This is an optimization exercise on Yosys and OpenROAD, whose aim is small area, not a production implementation.
Only simulation tests tie the RTL to the original design; equivalence was not proved.

==> flow/design.v <==
module col_lut_interp (
    input  wire        clk,
    input  wire        rst,
    input  wire        in_valid,
    input  wire        size65,
    input  wire [15:0] s_r,
    input  wire [15:0] s_g,
    input  wire [15:0] s_b,
    input  wire [47:0] c0,
    input  wire [47:0] c1,
    input  wire [47:0] c2,
    input  wire [47:0] c3,
    input  wire [47:0] c4,
    input  wire [47:0] c5,
    input  wire [47:0] c6,
    input  wire [47:0] c7,
    output reg         out_valid,
    output reg  [15:0] out_r,
    output reg  [15:0] out_g,
    output reg  [15:0] out_b
);
    reg         v1_q;
    reg         size65_q;
    reg [47:0]  s_q;         
    reg [383:0] node_q;      
    always @(posedge clk) begin
        if (rst) v1_q <= 1'b0;
        else     v1_q <= in_valid;
        size65_q <= size65;
        s_q      <= {s_b, s_g, s_r};
        node_q   <= {c7, c6, c5, c4, c3, c2, c1, c0};
    end
    wire [3:0]  k     = size65_q ? 4'd10 : 4'd11;
    wire [6:0]  nlast = size65_q ? 7'd64 : 7'd32;
    wire [12:0] one   = 13'd1 << k;
    wire [38:0] f_all;       
    genvar ch;
    generate
        for (ch = 0; ch < 3; ch = ch + 1) begin : g_frac
            wire [15:0] s   = s_q[16*ch +: 16];
            wire [16:0] t   = {1'b0, s} + {16'd0, s[15]};
            wire [6:0]  idx = t >> k;
            wire [12:0] fr  = t - ({10'd0, idx} << k);
            assign f_all[13*ch +: 13] = (idx == nlast) ? one : fr;
        end
    endgenerate
    wire [12:0] f_r = f_all[12:0];
    wire [12:0] f_g = f_all[25:13];
    wire [12:0] f_b = f_all[38:26];
    reg [1:0] ord_a, ord_b, ord_c;
    always @(*) begin
        if (f_r >= f_g) begin
            if (f_g >= f_b) begin
                ord_a = 2'd0; ord_b = 2'd1; ord_c = 2'd2;
            end else if (f_r >= f_b) begin
                ord_a = 2'd0; ord_b = 2'd2; ord_c = 2'd1;
            end else begin
                ord_a = 2'd2; ord_b = 2'd0; ord_c = 2'd1;
            end
        end else begin
            if (f_r >= f_b) begin
                ord_a = 2'd1; ord_b = 2'd0; ord_c = 2'd2;
            end else if (f_g >= f_b) begin
                ord_a = 2'd1; ord_b = 2'd2; ord_c = 2'd0;
            end else begin
                ord_a = 2'd2; ord_b = 2'd1; ord_c = 2'd0;
            end
        end
    end
    wire [12:0] fa = f_all[13*ord_a +: 13];
    wire [12:0] fb = f_all[13*ord_b +: 13];
    wire [12:0] fc = f_all[13*ord_c +: 13];
    wire [12:0] w0 = one - fa;
    wire [12:0] w1 = fa - fb;
    wire [12:0] w2 = fb - fc;
    wire [12:0] w3 = fc;
    wire [2:0] step_a = 3'd1 << ord_a;
    wire [2:0] step_b = 3'd1 << ord_b;
    wire [2:0] n1     = step_a;
    wire [2:0] n2     = step_a | step_b;
    wire [47:0] v0 = node_q[47:0];
    wire [47:0] v1 = node_q[48*n1 +: 48];
    wire [47:0] v2 = node_q[48*n2 +: 48];
    wire [47:0] v3 = node_q[383:336];
    wire [47:0] res;         
    genvar c;
    generate
        for (c = 0; c < 3; c = c + 1) begin : g_sum
            wire [28:0] acc = v0[16*c +: 16] * w0
                            + v1[16*c +: 16] * w1
                            + v2[16*c +: 16] * w2
                            + v3[16*c +: 16] * w3;
            wire [28:0] rnd = (acc + ({16'd0, one} >> 1)) >> k;
            assign res[16*c +: 16] = rnd[15:0];
        end
    endgenerate
    always @(posedge clk) begin
        if (rst) out_valid <= 1'b0;
        else     out_valid <= v1_q;
        out_r <= res[15:0];
        out_g <= res[31:16];
        out_b <= res[47:32];
    end
endmodule
==> flow/run.sh <==
#!/bin/bash
# synth_recipe.tcl (not shown) runs the flow's synth.tcl, then flattens the netlist and writes it again
# the make line also repeats each setting of config.mk as NAME=value (left out here)
make -C /OpenROAD-flow-scripts/flow DESIGN_CONFIG=/design/flow/config.mk WORK_HOME=/design/flow/orfs CLKGATE_MAP_FILE= SYNTH_SCRIPT=/design/flow/synth_recipe.tcl finish
==> flow/config.mk <==
export PLATFORM = sky130hd
export DESIGN_NAME = col_lut_interp
export DESIGN_NICKNAME = col_lut_interp
export VERILOG_FILES = /design/flow/design.v
export SDC_FILE = /design/flow/constraint.sdc
export NUM_CORES = 4
export LEC_CHECK = 0
export CAP_MARGIN = 20
export CORE_MARGIN = 2
export CORE_UTILIZATION = 40
export SLEW_MARGIN = 20
==> flow/constraint.sdc <==
create_clock -name core_clock -period 20.0 [get_ports {clk}]
set_input_delay 4.0000 -clock core_clock [delete_from_list [all_inputs] [get_ports {clk}]]
set_output_delay 4.0000 -clock core_clock [all_outputs]
set_load 0.01 [all_outputs]
==> notes.md <==
[worst register-to-register path: cells and delay by family (launching register included)]
family / cells / cell delay, ns
adder cells (fa/ha/maj): 13 / 6.11
AO/OA/AOI/OAI: 21 / 6.76
flip-flops: 1 / 0.40
buffers and inverters: 5 / 1.27
AND/OR/NAND/NOR: 10 / 2.68
[cells in the mapped netlist (13+ instances only)]
library cell	instances	share of area
nand2_1	1537	0.061
dfxtp_1	483	0.10
a21o_1	64	0.0050
nor2_1	567	0.022
inv_1	2534	0.10
a21oi_1	173	0.0091
or3_1	19	0.0012
clkbuf_1	434	0.017
xor2_1	57	0.0052
nand3_1	31	0.0016
nor3_1	39	0.0021
a31oi_1	21	0.0014
mux2i_1	48	0.0050
nor2b_1	57	0.0037
nand2b_1	102	0.0067
o21ai_0	103	0.0054
buf_1	16	0.00063
o22ai_1	14	0.00092
or2_2	20	0.0013
xnor2_1	131	0.012
o21a_1	31	0.0024
fa_1	2246	0.47
and2_1	617	0.041
and3_1	22	0.0014
a221oi_1	14	0.0013
ha_1	759	0.10
nand4_1	13	0.00085
a211oi_1	22	0.0017
[worst paths after layout]
kind	end	slack (ns)	cells after the start
hold reg to reg	out_valid	0.44	1
hold / removal	out_valid	0.44	1
setup reg to reg	out_b[15]	2.68	49
setup / recovery	out_b[15]	2.68	49
[per-stage QoR]
step	util	area (µm²)
after floorplan	-	95200
after global placement	0.440	104000
after detailed placement	0.440	104000
after CTS	0.449	107000
after global routing	0.449	107000
final	0.449	107000
[per-layer routing]
metal | vias to the layer above | part of all wire | global-route usage
li1 | 30509 | - | -
met5 | - | 0.00030 | 0
met1 | 36900 | 0.45 | 0.443
met2 | 3770 | 0.40 | 0.405
met3 | 473 | 0.12 | 0.0775
met4 | 20 | 0.032 | 0.0772
[state kept, by name (all words and copies together), names as in the netlist]
register	cells
node_q	384
out_b	16
out_g	16
out_r	16
out_valid	1
s_q	48
size65_q	1
v1_q	1
[cell usage in the layout (no fill, tap or decap), types with 14 or more instances in the layout]
cell and n:
and2_1 617, fa_1 2246, dfxtp_1 482, nand2_1 1537, ha_1 759, a211oi_1 22, o22ai_1 14, mux2i_1 48
nand2b_1 102, xnor2_1 109, inv_1 2533, or3_1 19, nor2b_1 57, a31oi_1 21, xnor2_2 22, and3_1 21
clkdlybuf4s50_1 484, nand3_1 31, o21a_1 31, o21ai_0 81, nor3_1 39, a21o_1 64, buf_4 189, clkbuf_16 58
o21ai_1 16, nor2_1 562, or2_2 20, a21oi_1 164, xor2_1 41
[cells by family after synthesis]
group                      synth area share
buffers and inverters                 0.118
adders and majority gates             0.572
xor gates and xnor gates             0.0187
DFF                                   0.102
muxes                               0.00591
and+or+nand+nor                       0.146
AOI/OAI and AO/OA                    0.0383
[final cells by class]
class	count	area, µm²
Fill cell	22775	131000
Tap cell	3167	3960
Antenna cell	9	22.5
Clock buffer	73	1600
Inverter	2534	9510
Timing Repair Buffer	674	6270
Multi-Input combinational cell	6867	75000
Clock inverter	35	564
Sequential cell	483	9670
==> summary.txt <==
Setup path
  • Biggest cell delay along the critical path: 0.93 ns
  • Critical Path End Type: flop
  • Worst-path fanout max: 46
  • Slowest cell on crit path: o21ai_0
  • Worst Path Arrival: 17.99 ns
  • Crit path required time: 20.67 ns
  • Top Family by Delay on Critical Path: compound AO/OA/AOI/OAI gates
  • Reg2reg start: s_q[47]
  • WP buf/inv: 5
  • Critical path launch point type: flop
  • CP startpoint: s_q[47]
  • Worst Setup Path Type: reg2reg
  • CP dominant cell by count: fa_1

Clock network
  • Clock transition at path regs: 0.07 ns
  • Clock sink count: 483
  • CTS tree: yes
  • Post-CTS Resized: 0
  • CTS Root Cell: clkbuf_16
  • Inserted Clock Buffers: 58
  • Worst skew pair latency: between 0.7 and 0.8 ns
  • Maximum clock path buffer count: 3
  • H-tree depth: 2
  • Hold buffers post-CTS: 0
  • Post-CTS setup buffers: 0

Global route
  • First-pass GRT wire length: 518 mm
  • Antenna violations before repair: 26
  • All-Layer GR Usage: 0.291
  • Largest net degree at the start of global routing: 54
  • Grt ovf: 0
  • Vias in the first global route: between 70k and 80k

Timing
  • Final worst-path setup slack: 2.68 ns
  • RSZ-0062 raised after global routing: no
  • Worst Max-Slew Pin Slew: between 1 and 1.5 ns
  • Relative slew margins: 0.201
  • Hold_ws: approximately 0.44 ns
  • Fin. Hold Viols: 0
  • # setup viols final: 0
  • Max Clock Skew: 0.0884 ns
  • Period utilization: 0.866
  • Fmax: 0.0577 GHz
  • TNS Setup: 0 ns
  • Fin crit period: ~17 ns
  • Slew Viols, Final: 0

Synthesis
  • Synthesized Nets: 13.8k
  • Ys Warns: 1
  • Post-synth cell types: 88
  • Post-synthesis cell count: 10.3k
  • Mapped Avg Cell Area: 9.21 µm²
  • Ys flop type: dfxtp_1
  • Seq/Total Area, Yosys: 0.102
  • Yosys reg bits: 483
  • Post-synth EDFFs: 0
  • Cell Area, Synth: 0.0952 mm²
  • Async SR Flop Fraction: 0

Detailed routing
  • 1st-iter DRT viols: 6782
  • Drt via density: a little over 5
  • Vias: slightly above 70k
  • Drt total wl: around 350 mm
  • DRT Pass-1 Iters: 6
  • Number of remaining DRC errors: 0
  • Avg WL per Cell: 25.0 µm
  • Remaining antenna violation count: 0

Place
  • Post-DP HPWL: 294 mm
  • Routability cong.: 0.968
  • IO buf count: slightly below 500
  • Placed cells: 13.7k
  • Place WS: 2.88 ns

Die
  • Num rows: 179
  • Die X: 492 µm
  • Starting Density: 0.401
  • Die Height: 492 µm
  • IO Pins: about 490
  • DIE AREA: 0.242 mm²
  • Core area: 0.237 mm²

Layout
  • NumNets Final: between 10k and 15k
  • Fraction of layout instances using a drive strength above 1: 0.0393
  • Area growth from synthesis to layout: 12.0%
  • Fin cells: 13.8k

Hold path
  • Hold path start: v1_q
  • HP Class: reg2reg

Run
  • Max capacitance violation total: 0

Status
  • Run status: no timing/DRC/antenna violations

-- port drivers added, routing unchanged --
No port has a modelled driver above. Below, the same layout with a new extraction and two added sets of constraints. Step 1, drivers: a clkbuf_16 drives clk and a buf_2 each remaining input, both assumed. Step 2 also shifts input and output timing later by t, the mid clock arrival at the registers, as if the neighbouring blocks saw the same clock. a / b / c = ideal ports / drivers / drivers and shift; a / b = the first two.
t, ns: 0.845
slack for setup (ns): 2.681 / 2.681 / 2.681
worst register clock-pin slew, ns: 0.07 / 0.07
worst data-port slew with drivers (ns): 0.11
pins driven straight from the clock port: 1
After both steps this run still meets setup and hold. For this run, drivers alone change the setup slack by 0.000 ns; drivers and shift together by 0.000 ns.
